What follows belongs to an exercise in optimizing a design on an open flow for small area, a short achievable clock period and few clock cycles per item; a production flow would make more cautious choices. At most, simulation tests tie the RTL to the original design; equivalence was not proved.

==> inputs of v23 <==
==> flow/design.v (excerpt) <==
module beam_pulse (
    input  wire         clk,
    input  wire         rst,
    input  wire [12:0]  cfg_pitch,         
    input  wire [1:0]   cfg_just_mode,
    input  wire [1:0]   cfg_acc_init,
    input  wire [179:0] cfg_exp,           
    input  wire [191:0] cfg_wlaw,          
    input  wire         in_valid,
    output wire         in_ready,
    input  wire [14:0]  in_x,
    input  wire [3:0]   in_level,
    input  wire [3:0]   in_level_left,     
    input  wire [3:0]   in_level_right,    
    input  wire         in_frame_start,    
    input  wire [11:0]  in_fofs,           
    input  wire [11:0]  in_fgain,          
    output reg  [11:0]  node_addr_a,
    output reg  [11:0]  node_addr_b,
    input  wire [31:0]  node_data_a,
    input  wire [31:0]  node_data_b,
    output wire         out_valid,
    input  wire         out_ready,
    output reg  [12:0]  out_off,           
    output reg  [11:0]  out_gt,
    output reg  [4:0]   out_w,             
    output reg  [4:0]   out_j,             
    output reg  [20:0]  out_a,             
    output reg  [20:0]  out_e,             
    output reg  [1:0]   out_acc            
);
Settings: LEC_CHECK=0, CAP_MARGIN=20, CORE_MARGIN=2, CORE_UTILIZATION=40, PLACE_DENSITY=0.6, SLEW_MARGIN=20; clock period 16.0 ns.
run.sh (not shown) runs the stock make flow with config.mk's settings and CLKGATE_MAP_FILE= SYNTH_SCRIPT=/design/flow/synth_recipe.tcl, a recipe that flattens the netlist after the stock synthesis.
==> v34 (differences from v23) <==
--- a/flow/design.v
+++ b/flow/design.v
@@ -74,11 +74,12 @@
     reg         r1_fs;
     reg  [11:0] r1_fofs, r1_fgain;
     reg         r2v, r2ok;
     reg  [12:0] r2_aof;                  
     reg  [11:0] r2_ag;                   
-    reg  [12:0] r2_dmo, r2_dmg;          
+    reg  [12:0] r2_do, r2_dg;            
+    reg  [3:0]  r2_mo, r2_mg;            
     reg         r2_sgo, r2_sgg;          
     reg  [12:0] r2_fr;
     reg  [1:0]  r2_jt;                   
     reg         r2_wz;                   
     reg  [3:0]  r2_lv;
@@ -103,26 +104,30 @@
     wire        n_cen = node_data_a[2];
     wire        n_stp = node_data_a[1];
     wire        n_msk = node_data_a[0];
     wire signed [12:0] d_o = {n_ob[11], n_ob} - {n_oa[11], n_oa};
     wire signed [12:0] d_g = {1'b0, n_gb} - {1'b0, n_ga};
-    wire [12:0] m_o = d_o[12] ? -d_o : d_o;
-    wire [12:0] m_g = d_g[12] ? -d_g : d_g;
+    wire [4:0]  d5_o = d_o[4:0];
+    wire [4:0]  d5_g = d_g[4:0];
+    wire [3:0]  m4_o = d5_o[4] ? 4'd0 - d5_o[3:0] : d5_o[3:0];
+    wire [3:0]  m4_g = d5_g[4] ? 4'd0 - d5_g[3:0] : d5_g[3:0];
     wire        useint = ~r1_last & ~n_stp;
-    wire        dsmall  = (m_o <= 13'd8) & (m_g <= 13'd8);
+    wire        dsmall  = ((d_o[12:3] == 10'd0) | (d_o == 13'd8) | (d_o[12:3] == 10'h3FF))
+                        & ((d_g[12:3] == 10'd0) | (d_g == 13'd8) | (d_g[12:3] == 10'h3FF));
     wire [12:0] aof_n  = {n_oa[11], n_oa} + {r1_fofs[11], r1_fofs};
     reg  [1:0]  jt_n;
     always @(*) begin
         if (n_cen || cfg_just_mode == 2'd1) jt_n = 2'd2;
         else if (cfg_just_mode == 2'd2)     jt_n = 2'd0;
         else if (cfg_just_mode == 2'd3)     jt_n = 2'd1;
         else if (r1_jsel[1])                jt_n = 2'd0;
         else if (r1_jsel[0])                jt_n = 2'd1;
         else                                jt_n = 2'd2;
     end
-    wire [12:0] e_dm   = e_g ? r2_dmg : r2_dmo;
-    wire        e_sg   = e_g ? r2_sgg : r2_sgo;
+    wire [12:0] e_d    = e_g ? r2_dg : r2_do;
+    wire        e_sg   = e_d[12];
+    wire [12:0] e_dm   = e_sg ? 13'd0 - e_d : e_d;
     wire [24:0] e_acc  = {fr_p, k_p};
     wire        e_bit  = e_dm[cnt];
     wire [24:0] e_mul  = {e_acc[23:0], 1'b0} + (e_bit ? {12'd0, r2_fr} : 25'd0);
     wire [24:0] e_addc = e_acc + {12'd0, e_sg ? cneg : h};
     wire [12:0] e_base = e_g ? {1'b0, r2_ag} : r2_aof;
@@ -261,46 +266,58 @@
     end
     always @(posedge clk) begin
         if (r2_take) begin
             r2_aof   <= aof_n;
             r2_ag    <= n_ga;
-            r2_dmo   <= useint ? m_o : 13'd0;
-            r2_dmg   <= useint ? m_g : 13'd0;
-            r2_sgo   <= d_o[12];
-            r2_sgg   <= d_g[12];
+            r2_do    <= useint ? d_o : 13'd0;
+            r2_dg    <= useint ? d_g : 13'd0;
+            r2_mo    <= useint ? m4_o : 4'd0;
+            r2_mg    <= useint ? m4_g : 4'd0;
+            r2_sgo   <= d5_o[4];
+            r2_sgg   <= d5_g[4];
             r2ok     <= ~useint | dsmall;
             r2_fr    <= r1_fr;
             r2_jt    <= jt_n;
             r2_wz    <= (r1_lv == 4'd0) | n_msk;
             r2_lv    <= r1_lv;
             r2_fs    <= r1_fs;
             r2_fgain <= r1_fgain;
         end else if (e_st == E_WR) begin
             if (e_g) begin
                 r2_ag  <= e_res[11:0];
-                r2_dmg <= 13'd0;
+                r2_dg  <= 13'd0;
+                r2_mg  <= 4'd0;
                 r2ok   <= 1'b1;
             end else begin
                 r2_aof <= e_res;
-                r2_dmo <= 13'd0;
+                r2_do  <= 13'd0;
+                r2_mo  <= 4'd0;
             end
         end
     end
-    wire [16:0] n_o = r2_dmo[3:0] * r2_fr + {4'd0, r2_sgo ? cneg : h};
-    wire [16:0] n_g = r2_dmg[3:0] * r2_fr + {4'd0, r2_sgg ? cneg : h};
+    wire [16:0] n_o = r2_mo * r2_fr + {4'd0, r2_sgo ? cneg : h};
+    wire [16:0] n_g = r2_mg * r2_fr + {4'd0, r2_sgg ? cneg : h};
     function [3:0] qcount;
         input [16:0] n;
         input [16:0] a1, a2, a3, a4, a5, a6, a7, a8;
         begin
             qcount = {3'd0, n >= a1} + {3'd0, n >= a2} + {3'd0, n >= a3} + {3'd0, n >= a4}
                    + {3'd0, n >= a5} + {3'd0, n >= a6} + {3'd0, n >= a7} + {3'd0, n >= a8};
         end
     endfunction
     wire [3:0]  q_o = qcount(n_o, mp1, mp2, mp3, mp4, mp5, mp6, mp7, mp8);
     wire [3:0]  q_g = qcount(n_g, mp1, mp2, mp3, mp4, mp5, mp6, mp7, mp8);
-    wire [12:0] off_n  = r2_sgo ? r2_aof - {9'd0, q_o} : r2_aof + {9'd0, q_o};
-    wire [11:0] gain_n = r2_sgg ? r2_ag - {8'd0, q_g} : r2_ag + {8'd0, q_g};
+    wire [4:0]  lo_o  = r2_sgo ? {1'b0, r2_aof[3:0]} - {1'b0, q_o} : {1'b0, r2_aof[3:0]} + {1'b0, q_o};
+    wire [8:0]  hi_o  = r2_aof[12:4];
+    wire [8:0]  hi_op = hi_o + 9'd1;
+    wire [8:0]  hi_om = hi_o - 9'd1;
+    wire [12:0] off_n = {lo_o[4] ? (r2_sgo ? hi_om : hi_op) : hi_o, lo_o[3:0]};
+    wire [4:0]  lo_g  = r2_sgg ? {1'b0, r2_ag[3:0]} - {1'b0, q_g} : {1'b0, r2_ag[3:0]} + {1'b0, q_g};
+    wire [7:0]  hi_g  = r2_ag[11:4];
+    wire [7:0]  hi_gp = hi_g + 8'd1;
+    wire [7:0]  hi_gm = hi_g - 8'd1;
+    wire [11:0] gain_n = {lo_g[4] ? (r2_sgg ? hi_gm : hi_gp) : hi_g, lo_g[3:0]};
     reg  [12:0] r3_off;
     reg  [11:0] r3_gain;
     reg  [1:0]  r3_jt;
     reg         r3_wz;
     reg  [3:0]  r3_lv;
@@ -320,13 +337,12 @@
             r3_fs    <= r2_fs;
             r3_fgain <= r2_fgain;
         end
     end
     reg  [1:0]  acc;
-    wire [23:0] gprod = r3_gain * r3_fgain;
-    wire [12:0] gtr   = gprod[23:11] + {12'd0, gprod[10]};
-    wire [11:0] gt_n  = gtr[12] ? 12'd4095 : gtr[11:0];
+    wire [24:0] gprod = r3_gain * r3_fgain + 25'd1024;
+    wire [11:0] gt_n  = {12{gprod[24] | gprod[23]}} | gprod[22:11];
     wire [1:0]  acc_in = r3_fs ? cfg_acc_init : acc;
     wire [2:0]  t_sum  = {1'b0, acc_in} + {1'b0, r3_off[1:0]};
     wire [191:0] exp_tab = {cfg_exp, 12'd0};
     wire [11:0] exp_l = exp_tab[12*r3_lv +: 12];
     reg  [12:0] r4_off;
@@ -352,27 +368,19 @@
             r4_jt  <= r3_jt;
             r4_wz  <= r3_wz;
             r4_exp <= exp_l;
         end
     end
-    wire [23:0] eprod = r4_exp * r4_gt;
-    wire [12:0] er    = eprod[23:11] + {12'd0, eprod[10]};
-    wire [11:0] e_val = er[12] ? 12'd4095 : er[11:0];
-    integer i;
-    reg [4:0] wcount;
-    always @(*) begin
-        wcount = 5'd0;
-        for (i = 0; i < 16; i = i + 1)
-            if (e_val >= cfg_wlaw[12*i +: 12])
-                wcount = wcount + 5'd1;
-    end
+    wire [24:0] eprod = r4_exp * r4_gt + 25'd1024;
+    wire [11:0] e_val = {12{eprod[24] | eprod[23]}} | eprod[22:11];
     reg  [12:0] r5_off;
     reg  [11:0] r5_gt;
     reg  [1:0]  r5_acc;
     reg         r5_cy;
     reg  [1:0]  r5_jt;
-    reg  [4:0]  r5_w;
+    reg         r5_wz;
+    reg  [11:0] r5_e;
     always @(posedge clk) begin
         if (rst)
             r5v <= 1'b0;
         else if (!stall)
             r5v <= r4v;
@@ -380,38 +388,56 @@
             r5_off <= r4_off;
             r5_gt  <= r4_gt;
             r5_acc <= r4_acc;
             r5_cy  <= r4_cy;
             r5_jt  <= r4_jt;
-            r5_w   <= r4_wz ? 5'd0 : wcount;
+            r5_wz  <= r4_wz;
+            r5_e   <= e_val;
         end
     end
+    integer i;
+    reg [15:0] wge;
+    always @(*)
+        for (i = 0; i < 16; i = i + 1)
+            wge[i] = r5_e >= cfg_wlaw[12*i +: 12];
+    wire [4:0] wcount = wge[0] + wge[1] + wge[2] + wge[3] + wge[4] + wge[5] + wge[6] + wge[7]
+                      + wge[8] + wge[9] + wge[10] + wge[11] + wge[12] + wge[13] + wge[14] + wge[15];
+    wire [4:0] w_n = r5_wz ? 5'd0 : wcount;
     reg  [14:0] x_g;
-    wire [4:0]  j_right  = 5'd16 - r5_w;
-    wire [4:0]  j_n      = r5_jt == 2'd0 ? 5'd0 : r5_jt == 2'd1 ? j_right : {1'b0, j_right[4:1]};
     wire signed [11:0] sh = $signed(r5_off[12:2]) + $signed({11'd0, r5_cy});
-    wire signed [20:0] a_n = $signed({2'b0, x_g, 4'd0}) + $signed({16'd0, j_n})
-                           + {{9{sh[11]}}, sh};
-    wire signed [20:0] e_n = a_n + $signed({16'd0, r5_w});
+    wire [20:0] s_n  = {2'b0, x_g, 4'd0} + {{9{sh[11]}}, sh};      
     always @(posedge clk) begin
         if (r1_st == R1_CONS)
             x_g <= x_p[14:0];
         else if (r5v && !stall)
             x_g <= x_g + 15'd1;
     end
+    reg  [1:0]  out_jt;
+    reg  [20:0] out_s;
     always @(posedge clk) begin
         if (rst)
             ov <= 1'b0;
         else if (!stall)
             ov <= r5v;
         if (!stall) begin
             out_off <= r5_off;
             out_gt  <= r5_gt;
-            out_w   <= r5_w;
-            out_j   <= j_n;
-            out_a   <= a_n;
-            out_e   <= e_n;
+            out_w   <= w_n;
+            out_jt  <= r5_jt;
+            out_s   <= s_n;
             out_acc <= r5_acc;
         end
     end
+    wire [4:0]  j_right = 5'd16 - out_w;
+    always @(*)
+        out_j = out_jt == 2'd0 ? 5'd0 : out_jt == 2'd1 ? j_right : {1'b0, j_right[4:1]};
+    wire [4:0]  jw   = out_j + out_w;
+    wire [5:0]  sa   = {1'b0, out_s[4:0]} + {1'b0, out_j};
+    wire [5:0]  se   = {1'b0, out_s[4:0]} + {1'b0, jw};
+    wire [15:0] s_h  = out_s[20:5];
+    wire [15:0] s_h1 = s_h + 16'd1;
+    always @(*) begin
+        out_a = {sa[5] ? s_h1 : s_h, sa[4:0]};
+        out_e = {se[5] ? s_h1 : s_h, se[4:0]};
+    end
     assign out_valid = ov;
 endmodule
==> impl_metrics.csv <==
group,metric,value,unit
status,outcome,"no timing/DRC/antenna violations",
global_route,grt_pass1_wl,272000,µm
clocking,cts_sinks,472,
floorplan,chipHeight,377,µm
sta,finalWorstSetupSlack,0.244,ns
finish,instances_no_fill,8527,
finish,layout-drive-gt1-share,8.11,%
placement,place_area,0.0648,mm²
drt,firstDrtPassIters,5,
# the run above: v23

==> impl_metrics.csv <==
group,metric,value,unit
finish,layout-drive-gt1-share,5.00,%
placement,place_area,0.0622,mm²
sta,finalWorstSetupSlack,4.44,ns
clocking,cts_buffer_depth,3,
synth,yosys.area_share.adder,30.7,%
floorplan,chipHeight,371,µm
clocking,cts_sinks,462,
clocking,path_clk_slew,0.06,ns
drt,firstDrtPassIters,6,
status,outcome,"no timing/DRC/antenna violations",
sta,slew_violations,0,
finish,top_regs,"out_s: 21 flops, x_p: 16 flops, x_g: 15 flops",
global_route,grt_pass1_wl,267000,µm
# the run above: v34

Testbench counts of v23, summed over its fixed seeds: cycles 1,768, items 1,600.
For v34, only the layout was checked, not whether the RTL still works.

==> port drivers added, routing unchanged <==
No port has a modelled driver above. Below, the same layouts with a new extraction and two added sets of constraints. Step 1, drivers: a clkbuf_16 drives clk and a buf_2 each remaining input, both assumed. Step 2 adds t to the input delays and takes it off the output delays; t is the mean of the earliest and latest rising clock arrival at the registers after step 1. Input paths then give back, and output paths get back, about the clock's delay inside the block. a / b / c = no drivers / after step 1 / after step 2; a / b = the first two.
| run | t (ns) | setup WS [ns] | hold slack, ns |
|---|---|---|---|
| v23 | 0.731 | 0.244 / 0.244 / 0.244 | 0.400 / 0.400 / 0.400 |
| v34 | 0.726 | 4.436 / 4.436 / 4.436 | 0.367 / 0.367 / 0.367 |
After both steps every run listed still meets setup and hold.
